This design comes from an exercise in tuning for small area, a short achievable clock period and few clock cycles on the open sky130 flow, not from production work. The RTL was checked by simulation tests, not by an equivalence proof against the original design.

<file path="flow/config.mk">
export PLATFORM = sky130hd
export DESIGN_NAME = csl_rs_decoder
export DESIGN_NICKNAME = csl_rs_decoder
export VERILOG_FILES = /design/flow/design.v
export SDC_FILE = /design/flow/constraint.sdc
export NUM_CORES = 4
export LEC_CHECK = 0
export CAP_MARGIN = 20
export CORE_MARGIN = 2
export CORE_UTILIZATION = 40
export PLACE_DENSITY = 0.6
export SLEW_MARGIN = 20
</file>
<file path="flow/constraint.sdc">
create_clock -name core_clock -period 10.0 [get_ports {clk}]
set_input_delay 2.0000 -clock core_clock [delete_from_list [all_inputs] [get_ports {clk}]]
set_output_delay 2.0000 -clock core_clock [all_outputs]
set_load 0.01 [all_outputs]
</file>
<file path="flow/design.v">
module csl_rs_decoder (
    input  wire        clk,
    input  wire        rst,
    input  wire        in_valid,
    output wire        in_ready,
    input  wire [7:0]  in_data,
    input  wire        in_last,
    output wire        out_valid,
    input  wire        out_ready,
    output wire        out_uncorr,
    output wire [3:0]  out_nerr,
    output wire [63:0] out_pos,
    output wire [63:0] out_val
);
  function [7:0] gf_mul;
    input [7:0] a;
    input [7:0] b;
    integer i;
    reg [7:0] p;
    reg [7:0] s;
    begin
      p = 8'h00;
      s = a;
      for (i = 0; i < 8; i = i + 1) begin
        if (b[i]) p = p ^ s;
        s = {s[6:0], 1'b0} ^ (s[7] ? 8'h1D : 8'h00);
      end
      gf_mul = p;
    end
  endfunction
  function [7:0] gf_inv;
    input [7:0] a;
    begin
      case (a)
      8'h00: gf_inv = 8'h00;
      8'h01: gf_inv = 8'h01;
      8'h02: gf_inv = 8'h8E;
      8'h03: gf_inv = 8'hF4;
      8'h04: gf_inv = 8'h47;
      8'h05: gf_inv = 8'hA7;
      8'h06: gf_inv = 8'h7A;
      8'h07: gf_inv = 8'hBA;
      8'h08: gf_inv = 8'hAD;
      8'h09: gf_inv = 8'h9D;
      8'h0A: gf_inv = 8'hDD;
      8'h0B: gf_inv = 8'h98;
      8'h0C: gf_inv = 8'h3D;
      8'h0D: gf_inv = 8'hAA;
      8'h0E: gf_inv = 8'h5D;
      8'h0F: gf_inv = 8'h96;
      8'h10: gf_inv = 8'hD8;
      8'h11: gf_inv = 8'h72;
      8'h12: gf_inv = 8'hC0;
      8'h13: gf_inv = 8'h58;
      8'h14: gf_inv = 8'hE0;
      8'h15: gf_inv = 8'h3E;
      8'h16: gf_inv = 8'h4C;
      8'h17: gf_inv = 8'h66;
      8'h18: gf_inv = 8'h90;
      8'h19: gf_inv = 8'hDE;
      8'h1A: gf_inv = 8'h55;
      8'h1B: gf_inv = 8'h80;
      8'h1C: gf_inv = 8'hA0;
      8'h1D: gf_inv = 8'h83;
      8'h1E: gf_inv = 8'h4B;
      8'h1F: gf_inv = 8'h2A;
      8'h20: gf_inv = 8'h6C;
      8'h21: gf_inv = 8'hED;
      8'h22: gf_inv = 8'h39;
      8'h23: gf_inv = 8'h51;
      8'h24: gf_inv = 8'h60;
      8'h25: gf_inv = 8'h56;
      8'h26: gf_inv = 8'h2C;
      8'h27: gf_inv = 8'h8A;
      8'h28: gf_inv = 8'h70;
      8'h29: gf_inv = 8'hD0;
      8'h2A: gf_inv = 8'h1F;
      8'h2B: gf_inv = 8'h4A;
      8'h2C: gf_inv = 8'h26;
      8'h2D: gf_inv = 8'h8B;
      8'h2E: gf_inv = 8'h33;
      8'h2F: gf_inv = 8'h6E;
      8'h30: gf_inv = 8'h48;
      8'h31: gf_inv = 8'h89;
      8'h32: gf_inv = 8'h6F;
      8'h33: gf_inv = 8'h2E;
      8'h34: gf_inv = 8'hA4;
      8'h35: gf_inv = 8'hC3;
      8'h36: gf_inv = 8'h40;
      8'h37: gf_inv = 8'h5E;
      8'h38: gf_inv = 8'h50;
      8'h39: gf_inv = 8'h22;
      8'h3A: gf_inv = 8'hCF;
      8'h3B: gf_inv = 8'hA9;
      8'h3C: gf_inv = 8'hAB;
      8'h3D: gf_inv = 8'h0C;
      8'h3E: gf_inv = 8'h15;
      8'h3F: gf_inv = 8'hE1;
      8'h40: gf_inv = 8'h36;
      8'h41: gf_inv = 8'h5F;
      8'h42: gf_inv = 8'hF8;
      8'h43: gf_inv = 8'hD5;
      8'h44: gf_inv = 8'h92;
      8'h45: gf_inv = 8'h4E;
      8'h46: gf_inv = 8'hA6;
      8'h47: gf_inv = 8'h04;
      8'h48: gf_inv = 8'h30;
      8'h49: gf_inv = 8'h88;
      8'h4A: gf_inv = 8'h2B;
      8'h4B: gf_inv = 8'h1E;
      8'h4C: gf_inv = 8'h16;
      8'h4D: gf_inv = 8'h67;
      8'h4E: gf_inv = 8'h45;
      8'h4F: gf_inv = 8'h93;
      8'h50: gf_inv = 8'h38;
      8'h51: gf_inv = 8'h23;
      8'h52: gf_inv = 8'h68;
      8'h53: gf_inv = 8'h8C;
      8'h54: gf_inv = 8'h81;
      8'h55: gf_inv = 8'h1A;
      8'h56: gf_inv = 8'h25;
      8'h57: gf_inv = 8'h61;
      8'h58: gf_inv = 8'h13;
      8'h59: gf_inv = 8'hC1;
      8'h5A: gf_inv = 8'hCB;
      8'h5B: gf_inv = 8'h63;
      8'h5C: gf_inv = 8'h97;
      8'h5D: gf_inv = 8'h0E;
      8'h5E: gf_inv = 8'h37;
      8'h5F: gf_inv = 8'h41;
      8'h60: gf_inv = 8'h24;
      8'h61: gf_inv = 8'h57;
      8'h62: gf_inv = 8'hCA;
      8'h63: gf_inv = 8'h5B;
      8'h64: gf_inv = 8'hB9;
      8'h65: gf_inv = 8'hC4;
      8'h66: gf_inv = 8'h17;
      8'h67: gf_inv = 8'h4D;
      8'h68: gf_inv = 8'h52;
      8'h69: gf_inv = 8'h8D;
      8'h6A: gf_inv = 8'hEF;
      8'h6B: gf_inv = 8'hB3;
      8'h6C: gf_inv = 8'h20;
      8'h6D: gf_inv = 8'hEC;
      8'h6E: gf_inv = 8'h2F;
      8'h6F: gf_inv = 8'h32;
      8'h70: gf_inv = 8'h28;
      8'h71: gf_inv = 8'hD1;
      8'h72: gf_inv = 8'h11;
      8'h73: gf_inv = 8'hD9;
      8'h74: gf_inv = 8'hE9;
      8'h75: gf_inv = 8'hFB;
      8'h76: gf_inv = 8'hDA;
      8'h77: gf_inv = 8'h79;
      8'h78: gf_inv = 8'hDB;
      8'h79: gf_inv = 8'h77;
      8'h7A: gf_inv = 8'h06;
      8'h7B: gf_inv = 8'hBB;
      8'h7C: gf_inv = 8'h84;
      8'h7D: gf_inv = 8'hCD;
      8'h7E: gf_inv = 8'hFE;
      8'h7F: gf_inv = 8'hFC;
      8'h80: gf_inv = 8'h1B;
      8'h81: gf_inv = 8'h54;
      8'h82: gf_inv = 8'hA1;
      8'h83: gf_inv = 8'h1D;
      8'h84: gf_inv = 8'h7C;
      8'h85: gf_inv = 8'hCC;
      8'h86: gf_inv = 8'hE4;
      8'h87: gf_inv = 8'hB0;
      8'h88: gf_inv = 8'h49;
      8'h89: gf_inv = 8'h31;
      8'h8A: gf_inv = 8'h27;
      8'h8B: gf_inv = 8'h2D;
      8'h8C: gf_inv = 8'h53;
      8'h8D: gf_inv = 8'h69;
      8'h8E: gf_inv = 8'h02;
      8'h8F: gf_inv = 8'hF5;
      8'h90: gf_inv = 8'h18;
      8'h91: gf_inv = 8'hDF;
      8'h92: gf_inv = 8'h44;
      8'h93: gf_inv = 8'h4F;
      8'h94: gf_inv = 8'h9B;
      8'h95: gf_inv = 8'hBC;
      8'h96: gf_inv = 8'h0F;
      8'h97: gf_inv = 8'h5C;
      8'h98: gf_inv = 8'h0B;
      8'h99: gf_inv = 8'hDC;
      8'h9A: gf_inv = 8'hBD;
      8'h9B: gf_inv = 8'h94;
      8'h9C: gf_inv = 8'hAC;
      8'h9D: gf_inv = 8'h09;
      8'h9E: gf_inv = 8'hC7;
      8'h9F: gf_inv = 8'hA2;
      8'hA0: gf_inv = 8'h1C;
      8'hA1: gf_inv = 8'h82;
      8'hA2: gf_inv = 8'h9F;
      8'hA3: gf_inv = 8'hC6;
      8'hA4: gf_inv = 8'h34;
      8'hA5: gf_inv = 8'hC2;
      8'hA6: gf_inv = 8'h46;
      8'hA7: gf_inv = 8'h05;
      8'hA8: gf_inv = 8'hCE;
      8'hA9: gf_inv = 8'h3B;
      8'hAA: gf_inv = 8'h0D;
      8'hAB: gf_inv = 8'h3C;
      8'hAC: gf_inv = 8'h9C;
      8'hAD: gf_inv = 8'h08;
      8'hAE: gf_inv = 8'hBE;
      8'hAF: gf_inv = 8'hB7;
      8'hB0: gf_inv = 8'h87;
      8'hB1: gf_inv = 8'hE5;
      8'hB2: gf_inv = 8'hEE;
      8'hB3: gf_inv = 8'h6B;
      8'hB4: gf_inv = 8'hEB;
      8'hB5: gf_inv = 8'hF2;
      8'hB6: gf_inv = 8'hBF;
      8'hB7: gf_inv = 8'hAF;
      8'hB8: gf_inv = 8'hC5;
      8'hB9: gf_inv = 8'h64;
      8'hBA: gf_inv = 8'h07;
      8'hBB: gf_inv = 8'h7B;
      8'hBC: gf_inv = 8'h95;
      8'hBD: gf_inv = 8'h9A;
      8'hBE: gf_inv = 8'hAE;
      8'hBF: gf_inv = 8'hB6;
      8'hC0: gf_inv = 8'h12;
      8'hC1: gf_inv = 8'h59;
      8'hC2: gf_inv = 8'hA5;
      8'hC3: gf_inv = 8'h35;
      8'hC4: gf_inv = 8'h65;
      8'hC5: gf_inv = 8'hB8;
      8'hC6: gf_inv = 8'hA3;
      8'hC7: gf_inv = 8'h9E;
      8'hC8: gf_inv = 8'hD2;
      8'hC9: gf_inv = 8'hF7;
      8'hCA: gf_inv = 8'h62;
      8'hCB: gf_inv = 8'h5A;
      8'hCC: gf_inv = 8'h85;
      8'hCD: gf_inv = 8'h7D;
      8'hCE: gf_inv = 8'hA8;
      8'hCF: gf_inv = 8'h3A;
      8'hD0: gf_inv = 8'h29;
      8'hD1: gf_inv = 8'h71;
      8'hD2: gf_inv = 8'hC8;
      8'hD3: gf_inv = 8'hF6;
      8'hD4: gf_inv = 8'hF9;
      8'hD5: gf_inv = 8'h43;
      8'hD6: gf_inv = 8'hD7;
      8'hD7: gf_inv = 8'hD6;
      8'hD8: gf_inv = 8'h10;
      8'hD9: gf_inv = 8'h73;
      8'hDA: gf_inv = 8'h76;
      8'hDB: gf_inv = 8'h78;
      8'hDC: gf_inv = 8'h99;
      8'hDD: gf_inv = 8'h0A;
      8'hDE: gf_inv = 8'h19;
      8'hDF: gf_inv = 8'h91;
      8'hE0: gf_inv = 8'h14;
      8'hE1: gf_inv = 8'h3F;
      8'hE2: gf_inv = 8'hE6;
      8'hE3: gf_inv = 8'hF0;
      8'hE4: gf_inv = 8'h86;
      8'hE5: gf_inv = 8'hB1;
      8'hE6: gf_inv = 8'hE2;
      8'hE7: gf_inv = 8'hF1;
      8'hE8: gf_inv = 8'hFA;
      8'hE9: gf_inv = 8'h74;
      8'hEA: gf_inv = 8'hF3;
      8'hEB: gf_inv = 8'hB4;
      8'hEC: gf_inv = 8'h6D;
      8'hED: gf_inv = 8'h21;
      8'hEE: gf_inv = 8'hB2;
      8'hEF: gf_inv = 8'h6A;
      8'hF0: gf_inv = 8'hE3;
      8'hF1: gf_inv = 8'hE7;
      8'hF2: gf_inv = 8'hB5;
      8'hF3: gf_inv = 8'hEA;
      8'hF4: gf_inv = 8'h03;
      8'hF5: gf_inv = 8'h8F;
      8'hF6: gf_inv = 8'hD3;
      8'hF7: gf_inv = 8'hC9;
      8'hF8: gf_inv = 8'h42;
      8'hF9: gf_inv = 8'hD4;
      8'hFA: gf_inv = 8'hE8;
      8'hFB: gf_inv = 8'h75;
      8'hFC: gf_inv = 8'h7F;
      8'hFD: gf_inv = 8'hFF;
      8'hFE: gf_inv = 8'h7E;
      8'hFF: gf_inv = 8'hFD;
      default: gf_inv = 8'h00;
      endcase
    end
  endfunction
  function [7:0] alpha_pow;
    input [3:0] j;
    begin
      case (j)
        4'd0:  alpha_pow = 8'h01;  4'd1:  alpha_pow = 8'h02;
        4'd2:  alpha_pow = 8'h04;  4'd3:  alpha_pow = 8'h08;
        4'd4:  alpha_pow = 8'h10;  4'd5:  alpha_pow = 8'h20;
        4'd6:  alpha_pow = 8'h40;  4'd7:  alpha_pow = 8'h80;
        4'd8:  alpha_pow = 8'h1D;  4'd9:  alpha_pow = 8'h3A;
        4'd10: alpha_pow = 8'h74;  4'd11: alpha_pow = 8'hE8;
        4'd12: alpha_pow = 8'hCD;  4'd13: alpha_pow = 8'h87;
        4'd14: alpha_pow = 8'h13;  default: alpha_pow = 8'h26;
      endcase
    end
  endfunction
  function [7:0] alpha_neg;
    input [3:0] i;
    begin
      case (i)
        4'd0: alpha_neg = 8'h01;  4'd1: alpha_neg = 8'h8E;
        4'd2: alpha_neg = 8'h47;  4'd3: alpha_neg = 8'hAD;
        4'd4: alpha_neg = 8'hD8;  4'd5: alpha_neg = 8'h6C;
        4'd6: alpha_neg = 8'h36;  4'd7: alpha_neg = 8'h1B;
        default: alpha_neg = 8'h83;
      endcase
    end
  endfunction
  localparam [2:0] ST_IN    = 3'd0,
                   ST_BM    = 3'd1,
                   ST_OMEGA = 3'd2,
                   ST_CHIEN = 3'd3,
                   ST_OUT   = 3'd4;
  reg [2:0]  state;
  reg [7:0]  cnt;         
  reg [7:0]  nlen;        
  reg [4:0]  step;        
  reg [7:0]  deg;         
  reg [7:0]  syn   [0:15];
  reg [7:0]  lam   [0:8];    
  reg [7:0]  bpol  [0:8];    
  reg [7:0]  omg   [0:7];    
  reg [7:0]  gamma;
  reg [4:0]  lfsr_len;       
  reg [3:0]  nfound;
  reg [7:0]  pos_q [0:7];
  reg [7:0]  val_q [0:7];
  reg        uncorr;
  integer i;
  reg [7:0] conv;
  reg [4:0] sidx;
  always @(*) begin
    conv = 8'h00;
    for (i = 0; i <= 8; i = i + 1) begin
      sidx = step - i;
      if (step >= i)
        conv = conv ^ gf_mul(lam[i], syn[sidx[3:0]]);
    end
  end
  wire [7:0] delta = conv;
  wire       bm_swap = (delta != 8'h00) && ({lfsr_len, 1'b0} <= {1'b0, step});
  reg [7:0] lam_eval, lam_odd, omg_eval;
  always @(*) begin
    lam_eval = 8'h00;
    lam_odd  = 8'h00;
    omg_eval = 8'h00;
    for (i = 0; i <= 8; i = i + 1) begin
      lam_eval = lam_eval ^ lam[i];
      if (i % 2 == 1) lam_odd = lam_odd ^ lam[i];
    end
    for (i = 0; i < 8; i = i + 1)
      omg_eval = omg_eval ^ omg[i];
  end
  wire       root      = (lam_eval == 8'h00);
  wire [7:0] err_value = gf_mul(omg_eval, gf_inv(lam_odd));
  wire [7:0] err_pos   = nlen - 8'd1 - deg;
  wire [3:0] nfound_nx = nfound + (root ? 4'd1 : 4'd0);
  always @(posedge clk) begin
    if (rst) begin
      state <= ST_IN;
      cnt   <= 8'd0;
    end else begin
      case (state)
        ST_IN: begin
          if (in_valid) begin
            for (i = 0; i < 16; i = i + 1)
              syn[i] <= ((cnt == 8'd0) ? 8'h00 : gf_mul(syn[i], alpha_pow(i))) ^ in_data;
            cnt <= cnt + 8'd1;
            if (in_last) begin
              nlen     <= cnt + 8'd1;
              state    <= ST_BM;
              step     <= 5'd0;
              gamma    <= 8'h01;
              lfsr_len <= 5'd0;
              for (i = 0; i <= 8; i = i + 1) begin
                lam[i]  <= (i == 0) ? 8'h01 : 8'h00;
                bpol[i] <= (i == 0) ? 8'h01 : 8'h00;
              end
            end
          end
        end
        ST_BM: begin
          for (i = 0; i <= 8; i = i + 1)
            lam[i] <= gf_mul(gamma, lam[i]) ^ ((i == 0) ? 8'h00 : gf_mul(delta, bpol[i-1]));
          if (bm_swap) begin
            for (i = 0; i <= 8; i = i + 1)
              bpol[i] <= lam[i];
            lfsr_len <= step + 5'd1 - lfsr_len;
            gamma    <= delta;
          end else begin
            for (i = 0; i <= 8; i = i + 1)
              bpol[i] <= (i == 0) ? 8'h00 : bpol[i-1];
          end
          step <= step + 5'd1;
          if (step == 5'd15) begin
            step <= 5'd0;
            state <= ST_OMEGA;
          end
        end
        ST_OMEGA: begin
          if (lfsr_len > 5'd8) begin
            uncorr <= 1'b1;
            nfound <= 4'd0;
            for (i = 0; i < 8; i = i + 1) begin
              pos_q[i] <= 8'h00;
              val_q[i] <= 8'h00;
            end
            state <= ST_OUT;
          end else begin
            omg[step[2:0]] <= conv;
            step <= step + 5'd1;
            if (step == 5'd7) begin
              state  <= ST_CHIEN;
              deg    <= 8'd0;
              nfound <= 4'd0;
              for (i = 0; i < 8; i = i + 1) begin
                pos_q[i] <= 8'h00;
                val_q[i] <= 8'h00;
              end
            end
          end
        end
        ST_CHIEN: begin
          if (root) begin
            pos_q[0] <= err_pos;
            val_q[0] <= err_value;
            for (i = 1; i < 8; i = i + 1) begin
              pos_q[i] <= pos_q[i-1];
              val_q[i] <= val_q[i-1];
            end
          end
          nfound <= nfound_nx;
          for (i = 0; i <= 8; i = i + 1)
            lam[i] <= gf_mul(lam[i], alpha_neg(i));
          for (i = 0; i < 8; i = i + 1)
            omg[i] <= gf_mul(omg[i], alpha_neg(i));
          deg <= deg + 8'd1;
          if (deg == nlen - 8'd1) begin
            state <= ST_OUT;
            if ({1'b0, nfound_nx} != lfsr_len) begin
              uncorr <= 1'b1;
              nfound <= 4'd0;
              for (i = 0; i < 8; i = i + 1) begin
                pos_q[i] <= 8'h00;
                val_q[i] <= 8'h00;
              end
            end else begin
              uncorr <= 1'b0;
            end
          end
        end
        ST_OUT: begin
          if (out_ready) begin
            state <= ST_IN;
            cnt   <= 8'd0;
          end
        end
        default: state <= ST_IN;
      endcase
    end
  end
  assign in_ready   = (state == ST_IN);
  assign out_valid  = (state == ST_OUT);
  assign out_uncorr = uncorr;
  assign out_nerr   = nfound;
  genvar g;
  generate
    for (g = 0; g < 8; g = g + 1) begin : g_out
      assign out_pos[8*g +: 8] = pos_q[g];
      assign out_val[8*g +: 8] = val_q[g];
    end
  endgenerate
endmodule
</file>
<file path="flow/run.sh">
#!/bin/bash
# synth_recipe.tcl (not shown) runs the flow's synth.tcl, then flattens the netlist and writes it again
# the make line also repeats each setting of config.mk as NAME=value (left out here)
make -C /OpenROAD-flow-scripts/flow DESIGN_CONFIG=/design/flow/config.mk WORK_HOME=/design/flow/orfs CLKGATE_MAP_FILE= SYNTH_SCRIPT=/design/flow/synth_recipe.tcl finish
</file>
==> results of run 1 <==
cells by family after synthesis:
| group | after synthesis | synth area share (%) |
|---|---|---|
| mux | 260 | 4.07 |
| fa+ha+maj | 49 | 0.909 |
| buf+inv | 1029 | 6.06 |
| flops | 506 | 21.8 |
| compound gates | 1888 | 18.3 |
| simple gates | 3075 | 18.8 |
| xor+xnor | 2208 | 30.1 |
per-stage QoR:
step / hold WS (ns) / std cells / utilization [%] / setup WS (ns)
after floorplan: 0.491 / 9015 / - / 1.53
after global placement: 0.529 / 10900 / 42.4 / 1.16
after detailed placement: 0.546 / 10900 / 42.4 / 1.13
after CTS: 0.569 / 11000 / 43.8 / 1.04
after global routing: 0.598 / 11000 / 43.8 / 0.499
final: 0.565 / 11000 / 43.8 / 0.595
worst max-delay path: stages, from the launching register on:
cell and delay (ns):
edfxtp_1 0.59, inv_1 0.30, ha_4 0.45, buf_4 0.37, a222oi_1 0.77, a211oi_1 0.24, a2111oi_2 1.02, nor2_1 0.47
and2_1 0.31, a21oi_1 0.16, o211ai_1 0.11, xnor2_1 0.17, xnor2_1 0.33, xnor2_1 0.13, o22ai_1 0.56, xnor3_2 0.69
xnor2_4 0.24, xnor2_2 0.87, nor4b_1 0.13, a221oi_1 0.30, xnor3_1 0.47, xnor2_1 0.18, o22ai_1 0.10
area by class of cell:
class	count	area, sq um
flip-flops and latches	506	15100
fillers	17200	96400
inverters	114	430
multi-input cells	7480	50300
well taps	2310	2890
clock inverters	38	464
clock buffers	90	1910
diodes	5	12.5
repair buffers	483	4030
path summary, 6_finish.rpt:
path            from   endpoint  depth (start not counted)
max          step[1]  lam[4][4]                         22
min           cnt[1]     cnt[1]                          2
max reg2reg  step[1]  lam[4][4]                         22
min reg2reg   cnt[1]     cnt[1]                          2
sequential cells by signal (all words and copies together), names as in the netlist:
| register | count |
|---|---|
| pos_q | 64 |
| gamma | 8 |
| state | 3 |
| nfound | 4 |
| syn | 128 |
| nlen | 8 |
| step | 5 |
| deg | 8 |
| bpol | 64 |
| cnt | 8 |
| lfsr_len | 5 |
| val_q | 64 |
| uncorr | 1 |
| lam | 72 |
| omg | 64 |
placed cells by master, fill, tap and decap left out, drive strengths merged, types with 48 or more instances in the layout:
cell and instances:
o22ai 127, nor3 81, a21oi 460, xnor2 1693, buf 336, nor2 594
xnor3 88, inv 106, nand2 1841, o21ai 378, a22oi 237, nand3 177
edfxtp 495, a211oi 72, a222oi 49, mux2i 202, o211ai 57, a221oi 62
clkbuf 90, clkdlybuf4s50 147, xor2 423, nand2b 73, a32oi 48
layer usage:
layer,track usage [%],routed length (um)
met5,0,35
met4,21.4,23600
met3,9.59,42500
met2,52.0,135000
met1,49.1,132000
==> flow_metrics.py, run 1 <==
metrics = {
    "synthesis": {
        "ys_ff_latch": 506,
        "synthFlopType": "edfxtp_1",
        "syn_avg_cell_area_sq_um": 7.67,
        "yosysMostFrequentCell": "nand2_1",
        "netlist_instances": 9015,
        "syn-num-nets": 9077,
        "async_reset_ff_share_pct": 0,
        "synthTopCellsByCount": "1841 x nand2_1, 1685 x xnor2_1, 627 x clkbuf_1, 593 x nor2_1, 495 x edfxtp_1",
        "yosys_warnings": 6,
        "yosysTopAreaCell": "edfxtp_1",
        "synth-edff-count": 495,
        "synthesis.area_sq_um": 69100,
        "ys_seq_area_share_pct": 21.8,
        "synth.area.top_cells": "edfxtp_1 22%, xnor2_1 21%, nand2_1 10%",
        "synth_cell_types": 110,
        "synth_top_cell_area_share_pct": 21.5,
    },
    "worst_setup_path": {
        "critPathCaptureType": "flop",
        "arrival_ns": 9.78,
        "crit_path_start_kind": "flop",
        "crit_type": "reg -> reg",
        "cp.required_ns": 10.37,
        "r2r_setup_slack_ns": 0.60,
        "worstPathMaxFanout": 59,
    },
    "clocking": {
        "clkSlewWorstSetupHoldPaths_ns": 0.06,
        "cts.sinks": 506,
        "clockRootBuffer": "clkbuf_16",
        "cts.hold.buffers_added": 0,
        "cts_tree": "yes",
        "clock_latency_ns": 0.73,
        "cts-buffers-inserted": 70,
        "clockBufferDepth": 3,
        "htree_num_levels": 3,
        "post_cts_buffers": 0,
        "ctsResizeCount": 0,
    },
    "floorplan": {
        "dieWidth_um": 420,
        "core_area_sq_um": 172000,
        "pin_count": 148,
        "row_count": 152,
        "initial_core_util_pct": 40.3,
        "dieArea_sq_um": 176000,
        "die_h_um": 420,
    },
    "min_path": {
        "hold_class": "reg -> reg",
    },
    "global_route": {
        "grt_max_degree": 111,
        "grt_pass1_wl_mm": 473,
        "overflow": 0,
        "grt_pass1_vias": 64800,
        "grt_use_total_pct": 36.4,
        "grt_antenna_before_repair": 8,
    },
    "finish": {
        "fin_area_sq_um": 75100,
        "nets": 8717,
        "syn_to_final_growth_pct": 8.74,
        "drive_above_1_share_pct": 7.23,
    },
    "timing": {
        "rsz0062_at_grt": "false",
        "hold_viol_final": 0,
        "setup_tns_ns": 0,
        "skew_ns": 0.0614,
        "finalCriticalPeriod_ns": 9.40,
        "period_share_pct": 94.0,
        "setup_viol": 0,
        "max_slew_margin_pct": 15.2,
        "max_freq_mhz": 106,
        "worstMarginPinSlew_ns": 1.27,
        "slew_violations": 0,
    },
    "place": {
        "place_area_sq_um": 72700,
        "dpl.hpwl_mm": 232,
        "place.gp.congestion": 1.06,
        "io_buffers": 147,
    },
    "detailed_routing": {
        "wirelength_mm": 333,
        "routedWlPerCell_um": 30.2,
        "via_count": 70400,
        "drtPass1Iterations": 9,
        "final_antenna_net_count": 0,
        "post-route-drc-count": 0,
        "viasPerCell": 6.38,
        "drt_iter0_drc": 11700,
    },
    "flow_run": {
        "max-cap-violations": 0,
    },
    "outcome": {
        "outcome": "no timing/DRC/antenna violations",
    },
}
Testbench counts, summed over its fixed seeds: cycles 150,682.
==> run 2, diff against run 1 <==
--- a/flow/design.v
+++ b/flow/design.v
@@ -17,3 +17,3 @@
     input [7:0] b;
-    integer i;
+    integer k;
     reg [7:0] p;
@@ -23,4 +23,4 @@
       s = a;
-      for (i = 0; i < 8; i = i + 1) begin
-        if (b[i]) p = p ^ s;
+      for (k = 0; k < 8; k = k + 1) begin
+        if (b[k]) p = p ^ s;
         s = {s[6:0], 1'b0} ^ (s[7] ? 8'h1D : 8'h00);
@@ -321,158 +321,271 @@
   endfunction
-  localparam [2:0] ST_IN    = 3'd0,
-                   ST_BM    = 3'd1,
-                   ST_OMEGA = 3'd2,
-                   ST_CHIEN = 3'd3,
-                   ST_OUT   = 3'd4;
-  reg [2:0]  state;
-  reg [7:0]  cnt;         
-  reg [7:0]  nlen;        
-  reg [4:0]  step;        
-  reg [7:0]  deg;         
-  reg [7:0]  syn   [0:15];
-  reg [7:0]  lam   [0:8];    
-  reg [7:0]  bpol  [0:8];    
-  reg [7:0]  omg   [0:7];    
-  reg [7:0]  gamma;
-  reg [4:0]  lfsr_len;       
-  reg [3:0]  nfound;
-  reg [7:0]  pos_q [0:7];
-  reg [7:0]  val_q [0:7];
-  reg        uncorr;
   integer i;
-  reg [7:0] conv;
-  reg [4:0] sidx;
+  reg        rdy;           
+  reg        iv_q;          
+  reg        il_q;
+  reg [7:0]  id_q;
+  reg [7:0]  acc [0:15];    
+  reg        first;         
+  reg [7:0]  cnt;           
+  reg [7:0]  acc_nx [0:15];
   always @(*) begin
-    conv = 8'h00;
-    for (i = 0; i <= 8; i = i + 1) begin
-      sidx = step - i;
-      if (step >= i)
-        conv = conv ^ gf_mul(lam[i], syn[sidx[3:0]]);
-    end
+    for (i = 0; i < 16; i = i + 1)
+      acc_nx[i] = (first ? 8'h00 : gf_mul(acc[i], alpha_pow(i))) ^ id_q;
   end
-  wire [7:0] delta = conv;
-  wire       bm_swap = (delta != 8'h00) && ({lfsr_len, 1'b0} <= {1'b0, step});
-  reg [7:0] lam_eval, lam_odd, omg_eval;
+  localparam [2:0] BM_IDLE = 3'd0,
+                   BM_DEC  = 3'd1,
+                   BM_PASS = 3'd2,
+                   BM_FIN  = 3'd3,
+                   BM_OPAS = 3'd4,
+                   BM_OFIN = 3'd5,
+                   BM_DONE = 3'd6;
+  reg [2:0]  bst;
+  reg [7:0]  sc   [0:15];   
+  reg [7:0]  cp   [0:8];    
+  reg [7:0]  bs   [0:8];    
+  reg [7:0]  gam;
+  reg [7:0]  dlt;           
+  reg [7:0]  dacc;          
+  reg [3:0]  bl;            
+  reg [4:0]  bm_m;          
+  reg [3:0]  br;            
+  reg [3:0]  bi;            
+  reg [5:0]  bj;            
+  reg [4:0]  bsx;           
+  reg        bswap;
+  reg [7:0]  pipe;          
+  reg [4:0]  pipe_s;
+  reg        pipe_v;
+  reg [3:0]  bk;            
+  reg        b_unc;         
+  reg [7:0]  b_nm1;         
+  wire       bm_idle   = (bst == BM_IDLE);
+  wire [7:0] c_rd  = (bi > 4'd8) ? 8'h00 : cp[bi];
+  wire [7:0] b_rd  = (bj[5] || bj[3:0] > 4'd8) ? 8'h00 : bs[bj[3:0]];
+  wire [7:0] s_rd  = pipe_s[4] ? 8'h00 : sc[pipe_s[3:0]];
+  wire [7:0] newc  = gf_mul(gam, c_rd) ^ gf_mul(dlt, b_rd);
+  wire [7:0] prod  = pipe_v ? gf_mul(pipe, s_rd) : 8'h00;
+  wire [7:0] dsum  = dacc ^ prod;
+  wire       d_nz   = (dlt != 8'h00);
+  wire       d_swap = d_nz && ({bl, 1'b0} <= {1'b0, br});
+  wire [4:0] d_lnew = d_swap ? ({1'b0, br} + 5'd1 - {1'b0, bl}) : {1'b0, bl};
+  reg        cact;           
+  reg [7:0]  lc   [0:8];
+  reg [7:0]  oc   [0:7];
+  reg [3:0]  c_l;
+  reg        c_unc;
+  reg [7:0]  c_pos;
+  reg [3:0]  nfound;
+  reg [1:0]  cdrain;         
+  reg        cfin;           
+  reg        s2_v, s3_v;
+  reg [7:0]  s2_lo, s2_om, s2_p;
+  reg [7:0]  s3_inv, s3_om, s3_p;
+  reg [7:0]  pos_q [0:7];
+  reg [7:0]  val_q [0:7];
+  reg        ovalid;
+  reg        ounc;
+  reg [7:0] lam_ev, lam_od, omg_ev;
   always @(*) begin
-    lam_eval = 8'h00;
-    lam_odd  = 8'h00;
-    omg_eval = 8'h00;
+    lam_ev = 8'h00;
+    lam_od = 8'h00;
+    omg_ev = 8'h00;
     for (i = 0; i <= 8; i = i + 1) begin
-      lam_eval = lam_eval ^ lam[i];
-      if (i % 2 == 1) lam_odd = lam_odd ^ lam[i];
+      if (i % 2 == 1) lam_od = lam_od ^ lc[i];
+      else            lam_ev = lam_ev ^ lc[i];
     end
     for (i = 0; i < 8; i = i + 1)
-      omg_eval = omg_eval ^ omg[i];
+      omg_ev = omg_ev ^ oc[i];
   end
-  wire       root      = (lam_eval == 8'h00);
-  wire [7:0] err_value = gf_mul(omg_eval, gf_inv(lam_odd));
-  wire [7:0] err_pos   = nlen - 8'd1 - deg;
-  wire [3:0] nfound_nx = nfound + (root ? 4'd1 : 4'd0);
+  wire       root      = cact && ((lam_ev ^ lam_od) == 8'h00);
+  wire [3:0] nfound_nx = nfound + {3'd0, root};
+  wire       c_stop    = (nfound_nx == c_l) || (c_pos == 8'd0);
+  wire       chien_free = !cact && !cfin && !ovalid;
+  wire       bm_hand    = (bst == BM_DONE) && chien_free;
+  wire consume = iv_q && (!il_q || bm_idle);
+  wire hand    = iv_q && il_q && bm_idle;
+  wire acc_in  = in_valid && rdy;
+  wire iv_nx   = acc_in || (iv_q && !consume);
+  wire il_nx   = acc_in ? in_last : il_q;
+  wire bm_idle_nx = bm_hand || (bm_idle && !hand);
   always @(posedge clk) begin
     if (rst) begin
-      state <= ST_IN;
+      rdy   <= 1'b0;
+      iv_q  <= 1'b0;
+      il_q  <= 1'b0;
+      first <= 1'b1;
       cnt   <= 8'd0;
     end else begin
-      case (state)
-        ST_IN: begin
-          if (in_valid) begin
-            for (i = 0; i < 16; i = i + 1)
-              syn[i] <= ((cnt == 8'd0) ? 8'h00 : gf_mul(syn[i], alpha_pow(i))) ^ in_data;
-            cnt <= cnt + 8'd1;
-            if (in_last) begin
-              nlen     <= cnt + 8'd1;
-              state    <= ST_BM;
-              step     <= 5'd0;
-              gamma    <= 8'h01;
-              lfsr_len <= 5'd0;
-              for (i = 0; i <= 8; i = i + 1) begin
-                lam[i]  <= (i == 0) ? 8'h01 : 8'h00;
-                bpol[i] <= (i == 0) ? 8'h01 : 8'h00;
-              end
-            end
-          end
-        end
-        ST_BM: begin
-          for (i = 0; i <= 8; i = i + 1)
-            lam[i] <= gf_mul(gamma, lam[i]) ^ ((i == 0) ? 8'h00 : gf_mul(delta, bpol[i-1]));
-          if (bm_swap) begin
-            for (i = 0; i <= 8; i = i + 1)
-              bpol[i] <= lam[i];
-            lfsr_len <= step + 5'd1 - lfsr_len;
-            gamma    <= delta;
-          end else begin
-            for (i = 0; i <= 8; i = i + 1)
-              bpol[i] <= (i == 0) ? 8'h00 : bpol[i-1];
-          end
-          step <= step + 5'd1;
-          if (step == 5'd15) begin
-            step <= 5'd0;
-            state <= ST_OMEGA;
-          end
-        end
-        ST_OMEGA: begin
-          if (lfsr_len > 5'd8) begin
-            uncorr <= 1'b1;
-            nfound <= 4'd0;
-            for (i = 0; i < 8; i = i + 1) begin
-              pos_q[i] <= 8'h00;
-              val_q[i] <= 8'h00;
-            end
-            state <= ST_OUT;
-          end else begin
-            omg[step[2:0]] <= conv;
-            step <= step + 5'd1;
-            if (step == 5'd7) begin
-              state  <= ST_CHIEN;
-              deg    <= 8'd0;
-              nfound <= 4'd0;
-              for (i = 0; i < 8; i = i + 1) begin
-                pos_q[i] <= 8'h00;
-                val_q[i] <= 8'h00;
-              end
-            end
-          end
-        end
-        ST_CHIEN: begin
-          if (root) begin
-            pos_q[0] <= err_pos;
-            val_q[0] <= err_value;
-            for (i = 1; i < 8; i = i + 1) begin
-              pos_q[i] <= pos_q[i-1];
-              val_q[i] <= val_q[i-1];
-            end
-          end
-          nfound <= nfound_nx;
-          for (i = 0; i <= 8; i = i + 1)
-            lam[i] <= gf_mul(lam[i], alpha_neg(i));
-          for (i = 0; i < 8; i = i + 1)
-            omg[i] <= gf_mul(omg[i], alpha_neg(i));
-          deg <= deg + 8'd1;
-          if (deg == nlen - 8'd1) begin
-            state <= ST_OUT;
-            if ({1'b0, nfound_nx} != lfsr_len) begin
-              uncorr <= 1'b1;
-              nfound <= 4'd0;
-              for (i = 0; i < 8; i = i + 1) begin
-                pos_q[i] <= 8'h00;
-                val_q[i] <= 8'h00;
-              end
-            end else begin
-              uncorr <= 1'b0;
-            end
+      rdy  <= !(iv_nx && il_nx && !bm_idle_nx);
+      iv_q <= iv_nx;
+      il_q <= il_nx;
+      if (consume) begin
+        first <= il_q;
+        cnt   <= il_q ? 8'd0 : cnt + 8'd1;
+      end
+    end
+    if (acc_in) id_q <= in_data;
+    if (consume)
+      for (i = 0; i < 16; i = i + 1)
+        acc[i] <= acc_nx[i];
+  end
+  always @(posedge clk) begin
+    if (rst) begin
+      bst <= BM_IDLE;
+    end else begin
+      case (bst)
+        BM_IDLE: if (hand) bst <= BM_DEC;
+        BM_DEC:  bst <= (d_lnew > 5'd8) ? BM_DONE : BM_PASS;
+        BM_PASS: if (bi == 4'd0) bst <= BM_FIN;
+        BM_FIN:  bst <= (br == 4'd15) ? ((bl == 4'd0) ? BM_DONE : BM_OPAS) : BM_DEC;
+        BM_OPAS: if (bi == 4'd0) bst <= BM_OFIN;
+        BM_OFIN: bst <= (bk + 4'd1 == bl) ? BM_DONE : BM_OPAS;
+        BM_DONE: if (chien_free) bst <= BM_IDLE;
+        default: bst <= BM_IDLE;
+      endcase
+    end
+    if (hand) begin
+      for (i = 0; i < 16; i = i + 1)
+        sc[i] <= acc_nx[i];
+      for (i = 0; i <= 8; i = i + 1) begin
+        cp[i] <= (i == 0) ? 8'h01 : 8'h00;
+        bs[i] <= (i == 0) ? 8'h01 : 8'h00;
+      end
+      dlt   <= acc_nx[0];
+      gam   <= 8'h01;
+      bl    <= 4'd0;
+      bm_m  <= 5'd1;
+      br    <= 4'd0;
+      b_unc <= 1'b0;
+      b_nm1 <= cnt;
+    end
+    pipe_v <= 1'b0;
+    case (bst)
+      BM_DEC: begin
+        bswap <= d_swap;
+        bi    <= d_lnew[3:0];
+        bj    <= {1'b0, d_lnew} - {1'b0, bm_m};
+        bsx   <= {1'b0, br} + 5'd1 - d_lnew;
+        dacc  <= 8'h00;
+        if (d_lnew > 5'd8) b_unc <= 1'b1;
+        else bl <= d_lnew[3:0];
+      end
+      BM_PASS: begin
+        for (i = 0; i <= 8; i = i + 1)
+          if (bi == i) begin
+            cp[i] <= newc;
+            if (bswap) bs[i] <= c_rd;
           end
+        pipe   <= newc;
+        pipe_s <= bsx;
+        pipe_v <= 1'b1;
+        dacc   <= dsum;
+        bi     <= bi - 4'd1;
+        bj     <= bj - 6'd1;
+        bsx    <= bsx + 5'd1;
+        if (bi == 4'd0) begin
+          if (bswap) begin
+            gam  <= dlt;
+            bm_m <= 5'd1;
+          end else
+            bm_m <= bm_m + 5'd1;
         end
-        ST_OUT: begin
-          if (out_ready) begin
-            state <= ST_IN;
-            cnt   <= 8'd0;
-          end
+      end
+      BM_FIN: begin
+        dlt  <= dsum;
+        dacc <= 8'h00;
+        br   <= br + 4'd1;
+        bk   <= 4'd0;
+        bi   <= 4'd0;
+        bsx  <= 5'd0;
+      end
+      BM_OPAS: begin
+        pipe   <= c_rd;
+        pipe_s <= bsx;
+        pipe_v <= 1'b1;
+        dacc   <= dsum;
+        bi     <= bi - 4'd1;
+        bsx    <= bsx + 5'd1;
+      end
+      BM_OFIN: begin
+        for (i = 0; i < 8; i = i + 1)
+          if (bk == i) bs[i] <= dsum;
+        dacc   <= 8'h00;
+        bk     <= bk + 4'd1;
+        bi     <= bk + 4'd1;
+        bsx    <= 5'd0;
+      end
+      default: ;
+    endcase
+  end
+  always @(posedge clk) begin
+    if (rst) begin
+      cact   <= 1'b0;
+      cfin   <= 1'b0;
+      ovalid <= 1'b0;
+      s2_v   <= 1'b0;
+      s3_v   <= 1'b0;
+    end else begin
+      s2_v <= root;
+      s3_v <= s2_v;
+      if (bm_hand) begin
+        cact   <= !b_unc && (bl != 4'd0);
+        cfin   <= 1'b1;
+        cdrain <= 2'd1;
+      end else if (cact) begin
+        if (c_stop) cact <= 1'b0;
+      end else if (cfin) begin
+        cdrain <= cdrain - 2'd1;
+        if (cdrain == 2'd0) begin
+          cfin   <= 1'b0;
+          ovalid <= 1'b1;
         end
-        default: state <= ST_IN;
-      endcase
+      end
+      if (ovalid && out_ready) ovalid <= 1'b0;
+    end
+    if (bm_hand) begin
+      for (i = 0; i <= 8; i = i + 1) lc[i] <= cp[i];
+      for (i = 0; i < 8; i = i + 1)  oc[i] <= bs[i];
+      c_l    <= bl;
+      c_unc  <= b_unc;
+      c_pos  <= b_nm1;
+      nfound <= 4'd0;
+    end else if (cact) begin
+      for (i = 0; i <= 8; i = i + 1) lc[i] <= gf_mul(lc[i], alpha_neg(i));
+      for (i = 0; i < 8; i = i + 1)  oc[i] <= gf_mul(oc[i], alpha_neg(i));
+      c_pos  <= c_pos - 8'd1;
+      nfound <= nfound_nx;
+    end
+    s2_lo <= lam_od;
+    s2_om <= omg_ev;
+    s2_p  <= c_pos;
+    s3_inv <= gf_inv(s2_lo);
+    s3_om  <= s2_om;
+    s3_p   <= s2_p;
+    if (rst || bm_hand) begin
+      for (i = 0; i < 8; i = i + 1) begin
+        pos_q[i] <= 8'h00;
+        val_q[i] <= 8'h00;
+      end
+    end else if (cfin && cdrain == 2'd0 && (c_unc || nfound != c_l)) begin
+      for (i = 0; i < 8; i = i + 1) begin
+        pos_q[i] <= 8'h00;
+        val_q[i] <= 8'h00;
+      end
+    end else if (s3_v) begin
+      pos_q[0] <= s3_p;
+      val_q[0] <= gf_mul(s3_om, s3_inv);
+      for (i = 1; i < 8; i = i + 1) begin
+        pos_q[i] <= pos_q[i-1];
+        val_q[i] <= val_q[i-1];
+      end
+    end
+    if (!rst && !cact && cfin && cdrain == 2'd0) begin
+      ounc <= c_unc || (nfound != c_l);
+      if (c_unc || nfound != c_l) nfound <= 4'd0;
     end
   end
-  assign in_ready   = (state == ST_IN);
-  assign out_valid  = (state == ST_OUT);
-  assign out_uncorr = uncorr;
+  assign in_ready   = rdy;
+  assign out_valid  = ovalid;
+  assign out_uncorr = ounc;
   assign out_nerr   = nfound;
==> run 2 against run 1 <==
Global-route usage shrank 14 points. Still clean on timing, DRC and antenna. Final cell count shrank 43%. Utilization is 1.2 points higher. Critical endpoint is now pipe[6]. First-iteration DRC count shrank 68%. Sequential cell count is 334 higher. Fmax grew 88%. Critical path type unchanged. Count of clock-buffer cells in the layout up 39. Wire length is 59% lower. Via count shrank 50%. Register-to-register slack better by 4.4 ns.
==> flow_metrics.py, run 2 <==
metrics = {
    "place": {
        "io_buffers": 147,
        "place_area_sq_um": 49000,
        "place.gp.congestion": 0.931,
        "pre_cts_slack_ns": 4.95,
        "dpl.hpwl_mm": 94.0,
    },
    "worst_setup_path": {
        "cp_top_family": "XOR/XNOR gates",
        "crit_top_cell": "xnor2_1",
        "crit_path_start_kind": "flop",
        "worstPathMaxFanout": 21,
        "critPathCaptureType": "flop",
        "arrival_ns": 5.37,
        "r2r_cells": 11,
        "regToRegEndpoint": "pipe[6]",
        "r2r_start": "bi[0]",
        "r2r_setup_slack_ns": 5.01,
        "worst_path_max_delay_cell": "xnor2_1",
        "slowest_delay_ns": 0.82,
        "cp.required_ns": 10.38,
        "path_cells": "inv_1 > ha_1 > nor2b_1 > nor2_1 > o22a_1 > nand2b_1 > xnor2_1 > xnor2_1 > xnor3_1 > xnor2_1 > mux2i_1",
        "path_buf_inv": 1,
        "crit_type": "reg -> reg",
    },
    "synthesis": {
        "synth_top_cell_area_share_pct": 30.7,
        "synthFlopType": "edfxtp_1",
        "synth_simple_gate_area_share_pct": 13.1,
        "synthTopCellsByCount": "583 x xnor2_1, 513 x nand2_1, 486 x nor2_1, 477 x edfxtp_1, 363 x dfxtp_1",
        "ys_seq_area_share_pct": 46.3,
        "synth.area.top_cells": "edfxtp_1 31%, dfxtp_1 16%, xnor2_1 11%",
        "synth_compound_area_share_pct": 12.3,
        "synth_cell_types": 102,
        "synth_xor_area_share_pct": 18.3,
        "async_reset_ff_share_pct": 0,
        "yosys_warnings": 10,
        "muxShareOfSynthArea_pct": 4.98,
        "synth-edff-count": 477,
        "syn-num-nets": 4819,
        "synth_top_family_by_area": "XOR/XNOR gates",
        "yosysMostFrequentCell": "xnor2_1",
        "synth_fa_ha_area_share_pct": 1.47,
        "netlist_instances": 4753,
        "syn_avg_cell_area_sq_um": 9.80,
        "yosysTopAreaCell": "edfxtp_1",
        "ys_ff_latch": 840,
        "synthesis.area_sq_um": 46600,
    },
    "detailed_routing": {
        "post-route-drc-count": 0,
        "drtPass1Iterations": 7,
        "viasPerCell": 5.55,
        "via_count": 35000,
        "final_antenna_net_count": 0,
        "drt_iter0_drc": 3780,
        "routedWlPerCell_um": 21.7,
        "wirelength_mm": 137,
    },
    "floorplan": {
        "core_area_sq_um": 116000,
        "dieArea_sq_um": 119000,
        "row_count": 125,
        "die_h_um": 345,
        "pin_count": 148,
        "dieWidth_um": 345,
        "initial_core_util_pct": 40.2,
    },
    "finish": {
        "drive_above_1_share_pct": 6.10,
        "layout_commonest_cell": "xnor2_1",
        "layout_common_cells": "579 x xnor2_1, 512 x nand2_1, 486 x nor2_1, 477 x edfxtp_1, 360 x xor2_1",
        "syn_to_final_growth_pct": 11.8,
        "nets": 4771,
        "n_antenna_cell": 0,
        "top_regs": "acc (128), sc (128)",
        "fin_area_sq_um": 52100,
    },
    "timing": {
        "max_slew_margin_pct": 27.5,
        "hold_viol_final": 0,
        "max_freq_mhz": 200,
        "setup_tns_ns": 0,
        "setup_viol": 0,
        "finalCriticalPeriod_ns": 4.99,
        "rsz0062_at_grt": "false",
        "layout_setup_ws_ns": 5.01,
        "slew_violations": 0,
        "skew_ns": 0.0367,
        "period_share_pct": 49.9,
        "worstMarginPinSlew_ns": 1.09,
    },
    "min_path": {
        "hold_class": "reg -> reg",
        "hold_path.startpoint": "s2_p[4]",
        "hold_path_end": "s3_p[4]",
        "hold_path_depth": 0,
    },
    "clocking": {
        "clockBufferDepth": 3,
        "cts_tree": "yes",
        "cts.hold.buffers_added": 0,
        "post_cts_buffers": 0,
        "clock_latency_ns": 0.70,
        "clockRootBuffer": "clkbuf_16",
        "htree_num_levels": 3,
        "cts-buffers-inserted": 92,
        "ctsResizeCount": 0,
        "clkSlewWorstSetupHoldPaths_ns": 0.07,
        "cts.sinks": 840,
    },
    "global_route": {
        "grt_pass1_wl_mm": 208,
        "grt_max_degree": 105,
        "grt_pass1_vias": 33100,
        "grt_use_total_pct": 22.2,
        "overflow": 0,
        "grt_antenna_before_repair": 1,
    },
    "outcome": {
        "outcome": "no timing/DRC/antenna violations",
    },
    "flow_run": {
        "max-cap-violations": 0,
    },
}
-- run 2: changes by cell type after synthesis, moves of 98 or more --
cell and change:
nand2_1 -1328, xnor2_1 -1102, clkbuf_1 -389, dfxtp_1 +352
a21oi_1 -258, a22oi_1 -181, nor2_1 -107, buf_2 -98
-- run 2: metrics by stage --
stage                     cells  util, %  hold slack (ns)
after floorplan            4753        -            0.310
after global placement     6135     42.3            0.310
after detailed placement   6135     42.3            0.312
after CTS                  6309     45.0            0.324
after global routing       6309     45.0            0.331
final                      6309     45.0            0.323
-- run 2: metal layers --
metal,GRT usage (%),wire length [um]
met5,0,0
met4,5.52,2750
met3,3.32,9400
met2,34.4,61500
met1,32.5,63500
-- run 2: logic make-up after synthesis --
kind of cell             Yosys count
adder cells (fa/ha/maj)           53
AO/OA/AOI/OAI                    889
flip-flops                       840
XOR/XNOR                         957
buffers and inverters            409
AND/OR/NAND/NOR                 1398
multiplexers                     207
-- run 2: layout make-up --
cell class	instances	area, sq um
Sequential cell	840	21600
Fill cell	11000	63800
Inverter	79	312
Tap cell	1524	1910
Clock buffer	129	2650
Timing Repair Buffer	188	1780
Clock inverter	45	434
Multi-Input combinational cell	3504	23400
-- run 2: how the worst max path moves through the flow --
stage / from / to / slack, ns / cells past startpoint
after global placement: bi[0] / pipe[6] / 5.11 / 11
after CTS: bi[1] / pipe[5] / 5.02 / 12
after floorplan: bst[2] / bs[0][0] / 3.96 / 10
after detailed placement: bi[1] / pipe[5] / 4.95 / 11
final: bi[0] / pipe[6] / 5.01 / 11
after global routing: bi[0] / pipe[6] / 4.67 / 11
Testbench counts of run 2, summed over its fixed seeds: cycles 72,865.
==> run 3, diff against run 2 <==
--- a/flow/config.mk
+++ b/flow/config.mk
@@ -11,2 +11,3 @@
 export PLACE_DENSITY = 0.6
+export SETUP_SLACK_MARGIN = 5
 export SLEW_MARGIN = 20
==> run 3 against run 2 <==
First-iteration DRC count shrank 2.3%. Sequential cell count unchanged. Via count up 0.12%. Global-route usage grew 0.12 points. Sequential share of layout area fell by 0.21 points. Hold slack lost 0.021 ns. Die area stayed put. Synthesized cell count is the same.
==> flow_metrics.py, run 3 <==
metrics = {
    "outcome": {
        "outcome": "no timing/DRC/antenna violations",
    },
    "worst_setup_path": {
        "crit_path_start_kind": "flop",
        "crit_type": "reg -> reg",
        "critPathCaptureType": "flop",
        "worstPathMaxFanout": 19,
        "arrival_ns": 5.21,
        "cp.required_ns": 10.43,
    },
    "timing": {
        "rsz0062_at_grt": "false",
        "skew_ns": 0.0707,
        "worstMarginPinSlew_ns": 1.05,
        "slew_violations": 0,
        "setup_tns_ns": 0,
        "max_freq_mhz": 210,
        "setup_viol": 0,
        "max_slew_margin_pct": 30.0,
        "period_share_pct": 47.7,
        "finalCriticalPeriod_ns": 4.77,
        "hold_viol_final": 0,
    },
    "synthesis": {
        "yosysTopAreaCell": "edfxtp_1",
        "synthesis.area_sq_um": 46600,
        "synthFlopType": "edfxtp_1",
        "yosys_warnings": 10,
        "syn_avg_cell_area_sq_um": 9.80,
        "ys_seq_area_share_pct": 46.3,
        "async_reset_ff_share_pct": 0,
        "ys_ff_latch": 840,
        "yosysMostFrequentCell": "xnor2_1",
        "synthTopCellsByCount": "583 x xnor2_1, 513 x nand2_1, 486 x nor2_1, 477 x edfxtp_1, 363 x dfxtp_1",
        "syn-num-nets": 4819,
        "synth_cell_types": 102,
        "synth.area.top_cells": "edfxtp_1 31%, dfxtp_1 16%, xnor2_1 11%",
        "synth_top_cell_area_share_pct": 30.7,
        "netlist_instances": 4753,
        "synth-edff-count": 477,
    },
    "detailed_routing": {
        "wirelength_mm": 137,
        "final_antenna_net_count": 0,
        "drtPass1Iterations": 6,
        "viasPerCell": 5.55,
        "drt_iter0_drc": 3693,
        "post-route-drc-count": 0,
        "via_count": 35100,
        "routedWlPerCell_um": 21.7,
    },
    "finish": {
        "drive_above_1_share_pct": 6.32,
        "syn_to_final_growth_pct": 12.4,
        "multiInputGateArea_sq_um": 23400,
        "seq_area_sq_um": 21600,
        "nFillCells": 10900,
        "nets": 4777,
        "layout_commonest_cell": "xnor2_1",
        "layout_common_cells": "579 x xnor2_1, 512 x nand2_1, 486 x nor2_1, 477 x edfxtp_1, 360 x xor2_1",
        "top_regs": "acc (128), sc (128)",
    },
    "clocking": {
        "clockRootBuffer": "clkbuf_16",
        "cts.hold.buffers_added": 0,
        "clock_latency_ns": 0.73,
        "ctsResizeCount": 0,
        "post_cts_buffers": 0,
        "htree_num_levels": 3,
        "cts.sinks": 840,
        "cts-buffers-inserted": 94,
        "clockBufferDepth": 3,
        "cts_tree": "yes",
        "clkSlewWorstSetupHoldPaths_ns": 0.06,
    },
    "global_route": {
        "grt_pass1_vias": 33200,
        "overflow": 0,
        "grt_max_degree": 94,
        "grt_antenna_before_repair": 3,
        "grt_use_total_pct": 22.4,
        "grt_pass1_wl_mm": 210,
    },
    "min_path": {
        "hold_class": "reg -> reg",
    },
    "floorplan": {
        "dieArea_sq_um": 119000,
        "row_count": 125,
        "core_area_sq_um": 116000,
        "die_h_um": 345,
        "initial_core_util_pct": 40.2,
        "pin_count": 148,
        "dieWidth_um": 345,
    },
    "place": {
        "place.gp.congestion": 0.944,
        "io_buffers": 147,
        "dpl.hpwl_mm": 94.7,
    },
    "flow_run": {
        "max-cap-violations": 0,
    },
}
## run 3: worst paths after layout
path	start	end	slack [ns]	cells after the start
min reg2reg	s2_p[1]	s3_p[1]	0.30	0
min	s2_p[1]	s3_p[1]	0.30	0
max	bi[0]	pipe[3]	5.23	13
max reg2reg	bi[0]	pipe[3]	5.23	13
## run 3: worst max-delay path, stage by stage, from the launching register on
cell and delay, ns:
edfxtp_1 0.43, inv_1 0.13, ha_1 0.73, nor2b_1 0.54, nand2b_1 0.27, and3_1 0.23
a211o_1 0.44, o22a_1 0.23, nor2_1 0.04, a211oi_2 0.27, xnor2_1 0.17, xnor2_1 0.16
xnor3_1 0.73, a21oi_1 0.15
## run 3: layout make-up
class                      instances  share of cell area (%)
multi-input combinational       3504                    44.7
sequential                       840                    41.3
clock buffer                     126                    5.13
tap                             1524                    3.64
timing repair buffer             192                    3.46
clock inverter                    52                    1.21
inverter                          79                   0.595
antenna                            2                 0.00956
## run 3: per-layer routing
metal  track usage (%)  vias up  wire length, um
met5                 0        -                0
met4              6.44        0             3400
met3              3.16      197            10100
met2              34.3     1366            60500
met1              32.7    17100            62900
li1                  -    16500                -
## run 3: logic make-up after synthesis
family                   synth area share (%)
XOR/XNOR                                 18.3
multiplexers                             4.98
adder cells (fa/ha/maj)                  1.47
flip-flops                               46.3
AND/OR/NAND/NOR                          13.1
AO/OA/AOI/OAI                            12.3
buffers and inverters                    3.55
## run 3: through the flow
step | cell area [sq um] | util, % | cells | hold WS (ns) | setup slack [ns]
finish | 52400 | 45.2 | 6319 | 0.301 | 5.23
detailed placement | 49000 | 42.3 | 6138 | 0.312 | 5.17
floorplan | 46600 | - | 4753 | 0.310 | 5.65
global route | 52400 | 45.2 | 6317 | 0.309 | 5.01
global placement | 49000 | 42.3 | 6138 | 0.311 | 5.20
CTS | 52300 | 45.2 | 6316 | 0.307 | 5.17

re-timing with driven ports:
The results above use ideal ports. As a check the final layouts listed here were re-extracted and re-timed, cells and wires unchanged. Step 1, drivers: a clkbuf_16 drives clk and a buf_2 each remaining input, both assumed. Step 2 also shifts input and output timing later by t, the mid clock arrival at the registers, as if the neighbouring blocks saw the same clock. Slacks: no drivers / after step 1 / after step 2; pairs: no drivers / after step 1.
run	shift t [ns]	slack for setup (ns)	latest minus earliest clock arrival (ns)
run 1	0.772	0.595 / 0.595 / 0.595	0.072 / 0.072
run 2	0.750	5.011 / 5.011 / 5.011	0.037 / 0.037
run 3	0.762	5.229 / 5.229 / 5.115	0.095 / 0.096
After both steps every run listed still meets setup and hold. For run 3, which loses most, drivers alone change the setup slack by 0.000 ns; drivers and shift together by -0.114 ns.
